Context: an optimization exercise on an open-source flow, tuned for small area and a short achievable clock period. The choices shown serve that exercise and are no tape-out recipe. At most, simulation tests tie the RTL to the original design; equivalence was not proved. Power figures rest on the tool's default switching activity, not on a simulated workload.

alpha:
Design fmul36, start of the top module:
module fmul36 (
    input  wire        clk,
    input  wire        rst,
    input  wire        in_valid,
    input  wire [35:0] a,
    input  wire [35:0] b,
    input  wire [2:0]  rm,
    input  wire        ftz,
    output reg         out_valid,
    output reg  [35:0] result,
    output reg         iv,
    output reg         of,
    output reg         uf,
    output reg         nx
);
==> flow/config.mk <==
export PLATFORM = sky130hd
export DESIGN_NAME = fmul36
export DESIGN_NICKNAME = fmul36
export VERILOG_FILES = /design/flow/design.v
export SDC_FILE = /design/flow/constraint.sdc
export NUM_CORES = 4
export LEC_CHECK = 0
export CAP_MARGIN = 20
export CORE_MARGIN = 2
export CORE_UTILIZATION = 40
export CTS_CLUSTER_DIAMETER = 100
export CTS_CLUSTER_SIZE = 24
export SLEW_MARGIN = 60
export SYNTH_HIERARCHICAL = 1
export SYNTH_MINIMUM_KEEP_SIZE = 0
==> flow/constraint.sdc <==
create_clock -name core_clock -period 16.5 [get_ports {clk}]
set_input_delay 3.3000 -clock core_clock [delete_from_list [all_inputs] [get_ports {clk}]]
set_output_delay 3.3000 -clock core_clock [all_outputs]
set_load 0.01 [all_outputs]
standard.sh (not shown) runs the stock make flow with config.mk's settings and CLKGATE_MAP_FILE= SYNTH_SCRIPT=/design/flow/synth_recipe.tcl, a recipe that flattens the netlist after the stock synthesis.
==> flow/flow/run.sh <==
#!/bin/bash
# The standard layout (bash standard.sh: the standard synthesis and ORFS
# from floorplan to finish), with every port buffered by buf_2 instead of
# the buffer buffer_ports picks by default.
set -euo pipefail
export BUFFER_PORTS_ARGS="-buffer_cell sky130_fd_sc_hd__buf_2"
bash standard.sh > standard.log 2>&1
Inputs modified between alpha and beta:
diff --git a/flow/design.v b/flow/design.v
--- a/flow/design.v
+++ b/flow/design.v
@@ -33,17 +33,17 @@
     output reg         nx
 );
     reg        v1;
     reg [35:0] a1;           
     reg [9:0]  b1;           
     reg        az1, bz1;     
     reg        ah1;          
     reg        bnz1, bq1;    
-    reg [4:0]  bms1, btr1;   
+    reg [4:0]  bms1, btz1;   
     reg [2:0]  rm1;
     reg        ftz1;
     reg [13:0] bone1, btwo1;     
     reg [12:0] bneg1;
     function automatic [4:0] pos32(input [31:0] x, input hi);
         reg [15:0] v1; reg [15:0] p1;
         reg [7:0]  v2; reg [15:0] p2;
         reg [3:0]  v3; reg [11:0] p3;
@@ -81,32 +81,27 @@
     always @(*) begin
         for (bk = 0; bk < 14; bk = bk + 1) begin
             bone_i[bk] = bxi[2 * bk + 1] ^ bxi[2 * bk];
             btwo_i[bk] = (bxi[2 * bk + 2] & !bxi[2 * bk + 1] & !bxi[2 * bk]) |
                          (!bxi[2 * bk + 2] & bxi[2 * bk + 1] & bxi[2 * bk]);
             bneg_i[bk] = bxi[2 * bk + 2] & !(bxi[2 * bk + 1] & bxi[2 * bk]);
         end
     end
-    reg [25:0] brev;
-    integer br;
-    always @(*)
-        for (br = 0; br < 26; br = br + 1)
-            brev[br] = b[25 - br];
     always @(posedge clk) begin
         if (rst)
             v1 <= 1'b0;
         else
             v1 <= in_valid;
         a1   <= {a[35:27], a[26] | (a[34:26] == 9'd0), ~a[25:0]};
         b1   <= {b[35:27], b[26] | (b[34:26] == 9'd0)};
         bnz1 <= (b[25:0] != 26'd0);
         bq1  <= b[25];
         bms1 <= pos32({6'd0, b[25:0]}, 1'b1);
-        btr1 <= pos32({6'd0, brev}, 1'b1);
+        btz1 <= pos32({6'd0, b[25:0]}, 1'b0);
         az1  <= (a[34:26] == 9'd0);
         ah1  <= (a[34:26] != 9'd0);
         bz1  <= (b[34:26] == 9'd0);
         rm1  <= rm;
         ftz1 <= ftz;
         bone1 <= bone_i;
         btwo1 <= btwo_i;
         bneg1 <= bneg_i[12:0];
@@ -146,17 +141,17 @@
             3'd4:    begin rc = 2'd3;             ovf_inf = 1'b1; end
             default: begin rc = 2'd3;             ovf_inf = 1'b0; end
         endcase
     end
     wire [26:0] ma = {!a_sub, fa};
     wire [4:0] msa = pos32({5'd0, ma}, 1'b1);
     wire [4:0] msb = b_sub ? bms1 : 5'd26;
     wire [4:0] tza = pos32({5'd0, ma}, 1'b0);
-    wire [4:0] tzb = b_fnz ? 5'd25 - btr1 : 5'd26;
+    wire [4:0] tzb = b_fnz ? btz1 : 5'd26;
     wire [9:0] xa = {1'b0, ea};
     wire [9:0] xb = {1'b0, eb};
     wire [9:0] xs = xa + xb;
     wire [5:0] tzs = {1'b0, tza} + {1'b0, tzb};
     wire [4:0]  k0   = a_sub ? msa : msb;
     wire [8:0]  eo   = a_sub ? eb : ea;
     wire [4:0]  th   = 5'd25 - eo[4:0];
     wire        eo_mid = eo[8] & (eo[7:0] <= 8'd25);
### Flow results
Summary of beta over alpha: required time at the endpoint of the critical path increased 3.83 ns; number of cells in the finished layout apart from fillers was more or less identical; upper clock frequency limit fell by about 3%.
beta vs alpha — highest ir drop seen on vdd rose 0.0044 mV.
beta and alpha ended up with roughly the same wire length.
Changes observed in beta relative to alpha: power shows an increase of 2.9%, first-pass GRT wire length climbed 540 um, critical path depth went up by 9, insertion delay to the later sink of the worst-skew pair stayed essentially flat.
Looking at delay of the slowest critical-path stage across beta and alpha, the one that comes out higher is beta.
Diff alpha..beta | global-route usage | negligible
alpha has a higher count of non-CTS buffers in the layout than beta.
Summary: with alpha as the reference, clock-buffer cell count in beta moved up by more than 10%.
No functional check of the RTL was part of beta.

## before
Another version of the RTL of fmul36 (not shown whole).
Size in the first run: about 3300 cells after synthesis, roughly 410 flip-flops.
Settings: LEC_CHECK=0, CAP_MARGIN=20, CORE_MARGIN=2, CORE_UTILIZATION=40, SLEW_MARGIN=60, SYNTH_HIERARCHICAL=1, SYNTH_MINIMUM_KEEP_SIZE=0; clock period 16.5 ns.
Scripts as last shown in full above: flow/flow/run.sh
#### Input delta (after over before)
--- a/flow/design.v
+++ b/flow/design.v
@@ -140,18 +140,19 @@
     wire [4:0] msa = pos32({5'd0, ma}, 1'b1);
     wire [4:0] msb = pos32({5'd0, mb}, 1'b1);
     wire [4:0] tza = pos32({5'd0, ma}, 1'b0);
     wire [4:0] tzb = pos32({5'd0, mb}, 1'b0);
     wire [9:0] xa = {1'b0, ea[8:1], ea[0] | a_sub};
     wire [9:0] xb = {1'b0, eb[8:1], eb[0] | b_sub};
     wire [9:0] xs = xa + xb;
     wire [5:0] tzs = {1'b0, tza} + {1'b0, tzb};
     wire [4:0]  k0   = a_sub ? msa : msb;
+    wire signed [11:0] d = $signed({2'b00, xs}) + $signed({7'd0, k0}) - 12'sd282;
     wire [8:0]  eo   = a_sub ? eb : ea;
     wire [4:0]  th   = 5'd25 - eo[4:0];
     wire        eo_mid = eo[8] & (eo[7:0] <= 8'd25);
     wire        dneg_n = !xs[9] & !xs[8];
     wire        dneg_s = !eo[8] | (eo_mid & (k0 < th));
     wire        dneg = (a_sub & b_sub) | ((a_sub ^ b_sub) ? dneg_s : dneg_n);
     wire        kbig = (xs < 10'd219);
     wire [5:0]  ktl  = 6'd26 - xs[5:0];
     wire [5:0]  ks   = !dneg ? {1'b0, k0} : (kbig ? 6'd63 : ktl);
@@ -537,21 +538,19 @@
     fmul36_fa u_fa320 (.x(fc272), .y(fs230), .z(fs273), .s(fs320), .c(fc320));
     fmul36_fa u_fa321 (.x(fc273), .y(fc230), .z(fs274), .s(fs321), .c(fc321));
     fmul36_fa u_fa322 (.x(fc274), .y(hc32), .z(fs275), .s(fs322), .c(fc322));
     fmul36_fa u_fa323 (.x(fc275), .y(bp[389]), .z(hs35), .s(fs323), .c(fc323));
     fmul36_fa u_fa324 (.x(hc35), .y(bnn[12]), .z(bp[390]), .s(fs324), .c(fc324));
     fmul36_ha u_ha38 (.x(1'b1), .y(bp[391]), .s(hs38), .c(hc38));
     reg          v2;
     reg [54-1:0] csa_r;
     reg [53-1:0] csb_r;
-    reg [9:0]    xs2;
-    reg [4:0]    k0_2;
-    reg          dneg2;
+    reg [11:0]   d2;
     reg [5:0]    ks2;
     reg [5:0]    tzs2;
     reg          s2, ovf_inf2, ftz2;
     reg [1:0]    rc2;
     reg          sp2, sp_nan2, sp_inf2, sp_iv2;
     always @(posedge clk) begin
         if (rst)
             v2 <= 1'b0;
         else
@@ -657,21 +656,19 @@
         csb_r[44] <= fs317;
         csb_r[45] <= fs318;
         csb_r[46] <= fs319;
         csb_r[47] <= fs320;
         csb_r[48] <= fs321;
         csb_r[49] <= fs322;
         csb_r[50] <= fs323;
         csb_r[51] <= fs324;
         csb_r[52] <= hs38;
-        xs2      <= xs;
-        k0_2     <= k0;
-        dneg2    <= dneg;
+        d2       <= d;
         ks2      <= ks;
         tzs2     <= tzs;
         s2       <= s;
         rc2      <= rc;
         ovf_inf2 <= ovf_inf;
         ftz2     <= ftz1;
         sp2      <= sp;
         sp_nan2  <= sp_nan;
         sp_inf2  <= sp_inf;
@@ -1131,19 +1128,19 @@
     assign prod[45] = cp[45] ^ ca_g137;
     assign prod[46] = cp[46] ^ ca_g138;
     assign prod[47] = cp[47] ^ ca_g139;
     assign prod[48] = cp[48] ^ ca_g140;
     assign prod[49] = cp[49] ^ ca_g141;
     assign prod[50] = cp[50] ^ ca_g142;
     assign prod[51] = cp[51] ^ ca_g143;
     assign prod[52] = cp[52] ^ ca_g144;
     assign prod[53] = cp[53] ^ ca_g145;
-    wire [11:0] d2   = {2'b00, xs2} + {7'd0, k0_2} - 12'd282;
+    wire        dneg2 = d2[11];
     wire [9:0]  e1b  = dneg2 ? 10'd0 : d2[9:0];
     wire        dn1  = (d2 == 12'hFFF);
     wire        dn2  = (d2 == 12'hFFE);
     wire        st2  = ({1'b0, tzs2} + 7'd2 < {1'b0, ks2});
     wire [55:0] q    = {prod, 2'b00};
     wire [55:0] qs   = q >> {ks2[5:2], 2'b00};
     reg          v3;
     reg [32:0]   w3;
     reg [1:0]    ks3;
==> results.txt <==
Having completed the whole flow, after delivered a layout that passed the timing, DRC and antenna checks. The run with more routed wire is before, not after. Part of the power in combinational logic down 0.8 points in after wrt before. The run showing the smaller layout overhead on the synthesized area is before. Compared with before, in after multi-input combinational cell count decreased 45; port buffer count comparable; total of clock buffers placed in the layout fell 1.7%; die area dropped 1.4%; post-route total power shows a reduction of 0.13 mW. Per the comparison of after with before, net count reported at finish lost about 1.2%; overall global routing resource usage decreased 0.48 points. Between before and after, the clock period minus final worst setup slack figures differ only marginally. On global-route wire length before repair, after does better than before. Largest driver fanout on the critical path: after vs before up 20.
Only the layout flow was run in before; the RTL was not checked for function there.

==> afterwards: timing with drivers on the ports <==
The flow's constraints put no driver on any port. The routed layouts listed below were extracted and timed again, unchanged, in two steps.
Step 1, drivers: a clkbuf_16 drives clk and a buf_2 each remaining input, both assumed.
Step 2 times the ports against the registers' clock, not the clock port: input delays grow and output delays shrink by t, the midpoint of the rising clock arrivals with the driver on.
a / b / c = ideal ports / drivers / drivers and shift; a / b = the first two.
| run | shift t [ns] | slack for setup (ns) | latest minus earliest clock arrival (ns) | worst register clock-pin slew, ns |
|---|---|---|---|---|
| alpha | 0.655 | 12.156 / 12.085 / 11.711 | 0.035 / 0.035 | 0.11 / 0.11 |
| beta | 0.649 | 12.013 / 12.054 / 11.405 | 0.022 / 0.023 | 0.09 / 0.09 |
| before | 0.671 | 12.121 / 12.060 / 12.203 | 0.032 / 0.032 | 0.07 / 0.07 |
| after | 0.668 | 12.123 / 12.068 / 12.123 | 0.041 / 0.040 | 0.07 / 0.07 |
After both steps setup and hold are still met in every run listed. The setup slack of beta, which loses most, moves by +0.041 ns with the drivers and by -0.608 ns with both steps.
